What follows belongs to an exercise in optimizing a design on an open flow for small area, a short achievable clock period and few clock cycles per item; a production flow would make more cautious choices.
Only simulation tests tie the RTL to the original design; equivalence was not proved.

==> v7: inputs <==
Design sha2_core, start of the top module:
module sha2_core (
    input  wire         clk,
    input  wire         rst,       
    input  wire         open,      
    input  wire [1:0]   alg,       
    input  wire         wvalid,    
    input  wire [63:0]  wdata,
    input  wire         wlast,     
    input  wire [3:0]   wcnt,      
    output wire         ready,
    output reg          done,      
    output wire [511:0] digest
);
clock: 12.0 ns
lec_check: 0
cap_margin: 20
core_margin: 2
core_utilization: 55
cts_buf_list: sky130_fd_sc_hd__clkbuf_8
setup_slack_margin: 5
slew_margin: 20
synth_memory_max_bits: 16384
tns_end_percent: 100
run.sh (not shown) runs the stock make flow with config.mk's settings and CLKGATE_MAP_FILE= SYNTH_SCRIPT=/design/flow/synth_recipe.tcl, a recipe that flattens the netlist after the stock synthesis.
==> inputs of v11, as changes to v7 <==
==> flow/config.mk (replaced) <==
export PLATFORM = sky130hd
export DESIGN_NAME = sha2_core
export DESIGN_NICKNAME = sha2_core
export VERILOG_FILES = /design/flow/design.v
export SDC_FILE = /design/flow/constraint.sdc
export NUM_CORES = 4
export LEC_CHECK = 0
export CAP_MARGIN = 20
export CORE_MARGIN = 2
export CORE_UTILIZATION = 40
export CTS_BUF_LIST = sky130_fd_sc_hd__clkbuf_8
export SETUP_SLACK_MARGIN = 5
export SLEW_MARGIN = 20
export SYNTH_MEMORY_MAX_BITS = 16384
export TNS_END_PERCENT = 100
==> inputs of v8, as changes to v7 <==
--- a/flow/design.v
+++ b/flow/design.v
@@ -203,37 +203,33 @@
     reg          need80;      
     reg          len_here;    
     reg          blk_first;   
     reg          blk_final;   
     reg  [4:0]   fill;        
     reg  [31:0]  pend;        
     reg          pend_v;
     reg          e_run;       
-    reg          e_nrun;      
     reg          e_fin;       
-    reg  [1:0]   e_rot;       
     reg  [6:0]   r;           
     reg  [1:0]   alg_e;       
     reg          e_final;     
     reg          iv_ok;       
     reg  [63:0]  w [0:15];    
     reg  [63:0]  a, b, c, d, e, f, g, h;
     reg  [63:0]  p;           
     reg  [63:0]  sa0, sa1, sa2, sa3;    
     reg  [63:0]  se0, se1, se2, se3;    
     wire         big_i = alg_i[1] | alg_i[0];
     reg          big_s;       
     reg          sml_w;       
     wire         big_e = !sml_w;
     wire [6:0]   nrounds = big_e ? 7'd80 : 7'd64;
-    wire e_idle   = !e_run && !e_fin && (e_rot == 2'd0);
-    wire ivld     = e_idle && fill[4] && blk_first && !iv_ok;
-    wire start    = fill[4] && ((e_idle && (!blk_first || iv_ok)) ||
-                                (e_fin && !e_final && !blk_first));
+    wire ivld     = !e_run && !e_fin && fill[4] && blk_first && !iv_ok;
+    wire start    = !e_run && !e_fin && fill[4] && (!blk_first || iv_ok);
     wire last_rnd = e_run && (r == nrounds);
     wire can_acc  = !fill[4] && (!e_run || (r >= nrounds - 7'd15));
     wire word_ok  = (ist == I_OPEN) && can_acc && !pend_v;
     assign ready = (ist == I_IDLE) ? !fill[4] : word_ok;
     wire acc_open = open && ready;
     wire acc_word = wvalid && !open && word_ok;
     wire pad_go   = (ist == I_PAD) && !pend_v && can_acc;
     wire arrive   = can_acc && (pend_v || pad_go || acc_word);
@@ -281,27 +277,26 @@
     wire [63:0] sg1 = ssig1(big_e, w[14]);
     wire [63:0] sg0 = ssig0(big_e, w[1]);
     wire [63:0] w1s = w[9] ^ w[0] ^ sg1;
     wire [63:0] w1c = {maj3(w[9], w[0], sg1), 1'b0};
     wire [63:0] w2s = w1s ^ w1c ^ sg0;
     wire [63:0] w2c = {maj3(w1s, w1c, sg0), 1'b0};
     wire [63:0] w_next;
     sha2_addbk u_add_w (.x(w2s), .y(w2c), .s(w_next));
-    wire [63:0] p_h = e_nrun ? se2 : g;
-    wire [63:0] p_w = e_nrun ? w[0] : w[1];
+    wire [63:0] p_h = e_run ? g : se3;
+    wire [63:0] p_w = e_run ? w[1] : w[0];
     wire [63:0] p1s = p_h ^ kt ^ p_w;
     wire [63:0] p1c = {maj3(p_h, kt, p_w), 1'b0};
     wire [63:0] p_n;
     sha2_addbk u_add_p (.x(p1s), .y(p1c), .s(p_n));
-    wire        upd = (e_run && (r >= nrounds - 7'd2)) || e_fin || (e_rot != 2'd0) || start;
-    wire        use_ae = e_run || e_fin;
+    wire        upd = (e_run && (r >= nrounds - 7'd2)) || e_fin;
     wire [63:0] ha, he;
-    sha2_addbk u_add_ha (.x(sa3), .y(use_ae ? a : 64'h0), .s(ha));
-    sha2_addbk u_add_he (.x(se3), .y(use_ae ? e : 64'h0), .s(he));
+    sha2_addbk u_add_ha (.x(sa3), .y(a), .s(ha));
+    sha2_addbk u_add_he (.x(se3), .y(e), .s(he));
     wire [511:0] d_be = alg_e[1] ? {sa0, sa1, sa2, sa3, se0, se1, se2, se3}
                       : alg_e[0] ? {sa0, sa1, sa2, sa3, se0, se1, 128'h0}
                       : {sa0[31:0], sa1[31:0], sa2[31:0], sa3[31:0],
                          se0[31:0], se1[31:0], se2[31:0], se3[31:0], 256'h0};
     genvar gb;
     generate
         for (gb = 0; gb < 64; gb = gb + 1) begin : g_digest
             assign digest[8*gb +: 8] = d_be[511 - 8*gb -: 8];
@@ -310,19 +305,17 @@
     always @(posedge clk) begin
         if (rst) begin
             ist       <= I_IDLE;
             fill      <= 5'd0;
             pend_v    <= 1'b0;
             blk_first <= 1'b0;
             blk_final <= 1'b0;
             e_run     <= 1'b0;
-            e_nrun    <= 1'b1;
             e_fin     <= 1'b0;
-            e_rot     <= 2'd0;
             r         <= 7'd0;
             done      <= 1'b0;
             iv_ok     <= 1'b0;
         end else begin
             if (acc_open)                 ist <= I_OPEN;
             else if (acc_word && wlast)   ist <= I_PAD;
             else if (pad_end)             ist <= I_IDLE;
             if (acc_open || start) fill <= 5'd0;
@@ -337,25 +330,21 @@
                 blk_final <= 1'b0;
             end else if (pad_end) begin
                 blk_final <= 1'b1;
             end
             done  <= e_fin && e_final;
             if (ivld)                   iv_ok <= 1'b1;
             else if (start || acc_open) iv_ok <= 1'b0;
             e_fin <= last_rnd;
-            if (e_fin && !e_final && !start) e_rot <= 2'd3;
-            else if (e_rot != 2'd0)          e_rot <= e_rot - 2'd1;
             if (start) begin
-                e_run  <= 1'b1;
-                e_nrun <= 1'b0;
+                e_run <= 1'b1;
                 r     <= 7'd1;
             end else if (last_rnd) begin
-                e_run  <= 1'b0;
-                e_nrun <= 1'b1;
+                e_run <= 1'b0;
                 r     <= 7'd0;
             end else if (e_run) begin
                 r     <= r + 7'd1;
             end
         end
     end
     integer i;
     always @(posedge clk) begin
@@ -396,36 +385,36 @@
             g <= f;
             f <= e;
             e <= e_n;
             d <= c;
             c <= b;
             b <= a;
             a <= a_n;
         end else begin
-            a <= ha;
-            b <= sa0;
-            c <= sa1;
-            d <= sa2;
-            e <= he;
-            f <= se0;
-            g <= se1;
-            h <= se2;
+            a <= sa0;
+            b <= sa1;
+            c <= sa2;
+            d <= sa3;
+            e <= se0;
+            f <= se1;
+            g <= se2;
+            h <= se3;
         end
         p  <= p_n;
         kq <= k512;
         if (ivld) begin
-            sa0 <= iv(alg_i, 3'd1);
-            sa1 <= iv(alg_i, 3'd2);
-            sa2 <= iv(alg_i, 3'd3);
-            sa3 <= iv(alg_i, 3'd0);
-            se0 <= iv(alg_i, 3'd5);
-            se1 <= iv(alg_i, 3'd6);
-            se2 <= iv(alg_i, 3'd7);
-            se3 <= iv(alg_i, 3'd4);
+            sa0 <= iv(alg_i, 3'd0);
+            sa1 <= iv(alg_i, 3'd1);
+            sa2 <= iv(alg_i, 3'd2);
+            sa3 <= iv(alg_i, 3'd3);
+            se0 <= iv(alg_i, 3'd4);
+            se1 <= iv(alg_i, 3'd5);
+            se2 <= iv(alg_i, 3'd6);
+            se3 <= iv(alg_i, 3'd7);
         end else if (upd) begin
             sa0 <= ha;
             sa1 <= sa0;
             sa2 <= sa1;
             sa3 <= sa2;
             se0 <= he;
             se1 <= se0;
             se2 <= se1;
==> flow/flow/run.sh (new file) <==
#!/bin/bash
set -e
sed 's/SETUP_SLACK_MARGIN=[-0-9.]*/SETUP_SLACK_MARGIN=7/' standard.sh > standard_m7.sh
grep -q 'SETUP_SLACK_MARGIN=7' standard_m7.sh
bash standard_m7.sh > standard.log 2>&1
==> flow/standard.sh (new file) <==
#!/bin/bash
# synth_recipe.tcl (not shown) runs the flow's synth.tcl, then flattens the netlist and writes it again
# the make line also repeats each setting of config.mk as NAME=value (left out here)
make -C /OpenROAD-flow-scripts/flow DESIGN_CONFIG=/design/flow/config.mk WORK_HOME=/design/flow/orfs CLKGATE_MAP_FILE= SYNTH_SCRIPT=/design/flow/synth_recipe.tcl "${@:-finish}"
==> flow/config.mk (replaced) <==
export PLATFORM = sky130hd
export DESIGN_NAME = sha2_core
export DESIGN_NICKNAME = sha2_core
export VERILOG_FILES = /design/flow/design.v
export SDC_FILE = /design/flow/constraint.sdc
export NUM_CORES = 4
export LEC_CHECK = 0
export CAP_MARGIN = 20
export CORE_MARGIN = 2
export CORE_UTILIZATION = 40
export SETUP_SLACK_MARGIN = 5
export SLEW_MARGIN = 20
export SYNTH_MEMORY_MAX_BITS = 16384
export TNS_END_PERCENT = 100
removed: flow/run.sh
==> inputs of v38, as changes to v7 <==
--- a/flow/design.v
+++ b/flow/design.v
@@ -203,37 +203,33 @@
     reg          need80;      
     reg          len_here;    
     reg          blk_first;   
     reg          blk_final;   
     reg  [4:0]   fill;        
     reg  [31:0]  pend;        
     reg          pend_v;
     reg          e_run;       
-    reg          e_nrun;      
     reg          e_fin;       
-    reg  [1:0]   e_rot;       
     reg  [6:0]   r;           
     reg  [1:0]   alg_e;       
     reg          e_final;     
     reg          iv_ok;       
     reg  [63:0]  w [0:15];    
     reg  [63:0]  a, b, c, d, e, f, g, h;
     reg  [63:0]  p;           
     reg  [63:0]  sa0, sa1, sa2, sa3;    
     reg  [63:0]  se0, se1, se2, se3;    
     wire         big_i = alg_i[1] | alg_i[0];
     reg          big_s;       
     reg          sml_w;       
     wire         big_e = !sml_w;
     wire [6:0]   nrounds = big_e ? 7'd80 : 7'd64;
-    wire e_idle   = !e_run && !e_fin && (e_rot == 2'd0);
-    wire ivld     = e_idle && fill[4] && blk_first && !iv_ok;
-    wire start    = fill[4] && ((e_idle && (!blk_first || iv_ok)) ||
-                                (e_fin && !e_final && !blk_first));
+    wire ivld     = !e_run && !e_fin && fill[4] && blk_first && !iv_ok;
+    wire start    = !e_run && !e_fin && fill[4] && (!blk_first || iv_ok);
     wire last_rnd = e_run && (r == nrounds);
     wire can_acc  = !fill[4] && (!e_run || (r >= nrounds - 7'd15));
     wire word_ok  = (ist == I_OPEN) && can_acc && !pend_v;
     assign ready = (ist == I_IDLE) ? !fill[4] : word_ok;
     wire acc_open = open && ready;
     wire acc_word = wvalid && !open && word_ok;
     wire pad_go   = (ist == I_PAD) && !pend_v && can_acc;
     wire arrive   = can_acc && (pend_v || pad_go || acc_word);
@@ -281,27 +277,26 @@
     wire [63:0] sg1 = ssig1(big_e, w[14]);
     wire [63:0] sg0 = ssig0(big_e, w[1]);
     wire [63:0] w1s = w[9] ^ w[0] ^ sg1;
     wire [63:0] w1c = {maj3(w[9], w[0], sg1), 1'b0};
     wire [63:0] w2s = w1s ^ w1c ^ sg0;
     wire [63:0] w2c = {maj3(w1s, w1c, sg0), 1'b0};
     wire [63:0] w_next;
     sha2_addbk u_add_w (.x(w2s), .y(w2c), .s(w_next));
-    wire [63:0] p_h = e_nrun ? se2 : g;
-    wire [63:0] p_w = e_nrun ? w[0] : w[1];
+    wire [63:0] p_h = e_run ? g : se3;
+    wire [63:0] p_w = e_run ? w[1] : w[0];
     wire [63:0] p1s = p_h ^ kt ^ p_w;
     wire [63:0] p1c = {maj3(p_h, kt, p_w), 1'b0};
     wire [63:0] p_n;
     sha2_addbk u_add_p (.x(p1s), .y(p1c), .s(p_n));
-    wire        upd = (e_run && (r >= nrounds - 7'd2)) || e_fin || (e_rot != 2'd0) || start;
-    wire        use_ae = e_run || e_fin;
+    wire        upd = (e_run && (r >= nrounds - 7'd2)) || e_fin;
     wire [63:0] ha, he;
-    sha2_addbk u_add_ha (.x(sa3), .y(use_ae ? a : 64'h0), .s(ha));
-    sha2_addbk u_add_he (.x(se3), .y(use_ae ? e : 64'h0), .s(he));
+    sha2_addbk u_add_ha (.x(sa3), .y(a), .s(ha));
+    sha2_addbk u_add_he (.x(se3), .y(e), .s(he));
     wire [511:0] d_be = alg_e[1] ? {sa0, sa1, sa2, sa3, se0, se1, se2, se3}
                       : alg_e[0] ? {sa0, sa1, sa2, sa3, se0, se1, 128'h0}
                       : {sa0[31:0], sa1[31:0], sa2[31:0], sa3[31:0],
                          se0[31:0], se1[31:0], se2[31:0], se3[31:0], 256'h0};
     genvar gb;
     generate
         for (gb = 0; gb < 64; gb = gb + 1) begin : g_digest
             assign digest[8*gb +: 8] = d_be[511 - 8*gb -: 8];
@@ -310,19 +305,17 @@
     always @(posedge clk) begin
         if (rst) begin
             ist       <= I_IDLE;
             fill      <= 5'd0;
             pend_v    <= 1'b0;
             blk_first <= 1'b0;
             blk_final <= 1'b0;
             e_run     <= 1'b0;
-            e_nrun    <= 1'b1;
             e_fin     <= 1'b0;
-            e_rot     <= 2'd0;
             r         <= 7'd0;
             done      <= 1'b0;
             iv_ok     <= 1'b0;
         end else begin
             if (acc_open)                 ist <= I_OPEN;
             else if (acc_word && wlast)   ist <= I_PAD;
             else if (pad_end)             ist <= I_IDLE;
             if (acc_open || start) fill <= 5'd0;
@@ -337,25 +330,21 @@
                 blk_final <= 1'b0;
             end else if (pad_end) begin
                 blk_final <= 1'b1;
             end
             done  <= e_fin && e_final;
             if (ivld)                   iv_ok <= 1'b1;
             else if (start || acc_open) iv_ok <= 1'b0;
             e_fin <= last_rnd;
-            if (e_fin && !e_final && !start) e_rot <= 2'd3;
-            else if (e_rot != 2'd0)          e_rot <= e_rot - 2'd1;
             if (start) begin
-                e_run  <= 1'b1;
-                e_nrun <= 1'b0;
+                e_run <= 1'b1;
                 r     <= 7'd1;
             end else if (last_rnd) begin
-                e_run  <= 1'b0;
-                e_nrun <= 1'b1;
+                e_run <= 1'b0;
                 r     <= 7'd0;
             end else if (e_run) begin
                 r     <= r + 7'd1;
             end
         end
     end
     integer i;
     always @(posedge clk) begin
@@ -396,36 +385,36 @@
             g <= f;
             f <= e;
             e <= e_n;
             d <= c;
             c <= b;
             b <= a;
             a <= a_n;
         end else begin
-            a <= ha;
-            b <= sa0;
-            c <= sa1;
-            d <= sa2;
-            e <= he;
-            f <= se0;
-            g <= se1;
-            h <= se2;
+            a <= sa0;
+            b <= sa1;
+            c <= sa2;
+            d <= sa3;
+            e <= se0;
+            f <= se1;
+            g <= se2;
+            h <= se3;
         end
         p  <= p_n;
         kq <= k512;
         if (ivld) begin
-            sa0 <= iv(alg_i, 3'd1);
-            sa1 <= iv(alg_i, 3'd2);
-            sa2 <= iv(alg_i, 3'd3);
-            sa3 <= iv(alg_i, 3'd0);
-            se0 <= iv(alg_i, 3'd5);
-            se1 <= iv(alg_i, 3'd6);
-            se2 <= iv(alg_i, 3'd7);
-            se3 <= iv(alg_i, 3'd4);
+            sa0 <= iv(alg_i, 3'd0);
+            sa1 <= iv(alg_i, 3'd1);
+            sa2 <= iv(alg_i, 3'd2);
+            sa3 <= iv(alg_i, 3'd3);
+            se0 <= iv(alg_i, 3'd4);
+            se1 <= iv(alg_i, 3'd5);
+            se2 <= iv(alg_i, 3'd6);
+            se3 <= iv(alg_i, 3'd7);
         end else if (upd) begin
             sa0 <= ha;
             sa1 <= sa0;
             sa2 <= sa1;
             sa3 <= sa2;
             se0 <= he;
             se1 <= se0;
             se2 <= se1;
==> flow/config.mk (replaced) <==
export PLATFORM = sky130hd
export DESIGN_NAME = sha2_core
export DESIGN_NICKNAME = sha2_core
export VERILOG_FILES = /design/flow/design.v
export SDC_FILE = /design/flow/constraint.sdc
export NUM_CORES = 4
export LEC_CHECK = 0
export CAP_MARGIN = 20
export CORE_MARGIN = 2
export CORE_UTILIZATION = 40
export SETUP_SLACK_MARGIN = 5
export SLEW_MARGIN = 20
export SYNTH_MEMORY_MAX_BITS = 16384
export TNS_END_PERCENT = 100
==> run notes <==
quantity                                                                                       v8                      v11                      v38                       v7
Worst hold slack across all endpoints                                                    0.393 ns                 0.370 ns                 0.403 ns                 0.320 ns
Critical Path Sink Type                                                                 flip-flop                flip-flop                flip-flop           primary output
Crit path setup slack, layout                                                             5.63 ns                  5.00 ns                  5.04 ns                  5.14 ns
Detailed-route wire length on metal 1                                                   228000 µm                235000 µm                220000 µm                192000 µm
Proportion of layout cells with a drive suffix above 1                                      27.9%                    15.3%                    14.1%                    13.9%
Proportion of cell area occupied by registers                                               37.9%                    41.0%                    41.3%                    41.9%
Width of the die                                                                           565 µm                   569 µm                   565 µm                   486 µm
Result of the run                                                         complete, no violations  complete, no violations  complete, no violations  complete, no violations
Count of plain and timing-repair buffers in the layout                                       1425                      875                      840                      777
Number of violations reported at the end of detailed-routing iteration 0                    11.5k                     9991                    10.0k                    13.7k
Testbench counts of v7, summed over its fixed seeds: cycles 33,163, bytes 33,059.
Testbench counts of v11, summed over its fixed seeds: cycles 33,163, bytes 33,059.
Testbench counts of v8, summed over its fixed seeds: cycles 33,576, bytes 33,059.
Testbench counts of v38, summed over its fixed seeds: cycles 33,576, bytes 33,059.

afterwards: timing with drivers on the ports:
In the flow no input, the clock included, has a driving cell. The finished layouts below were timed again as built, in two steps.
Step 1 (the two cells are an assumption about what drives the block):
set clk [get_ports {clk}]
set_driving_cell -lib_cell sky130_fd_sc_hd__clkbuf_16 $clk
set_driving_cell -lib_cell sky130_fd_sc_hd__buf_2 [delete_from_list [all_inputs] $clk]
Step 2, shift: input delay + t, output delay - t, t = (earliest + latest rising clock arrival at the registers) / 2. This alone moves slack from input paths to output paths.
Three values: ideal ports, drivers, drivers and shift; two values: the first two.
run | t, ns | slack for setup (ns) | pins driven straight from the clock port
v7 | 1.191 | 5.139 / 5.053 / 5.148 | 1
v11 | 1.232 | 5.002 / 5.002 / 5.002 | 1
v8 | 1.036 | 5.629 / 5.629 / 5.629 | 1
v38 | 1.012 | 5.044 / 5.044 / 5.044 | 1
After both steps setup and hold are still met in every run listed.
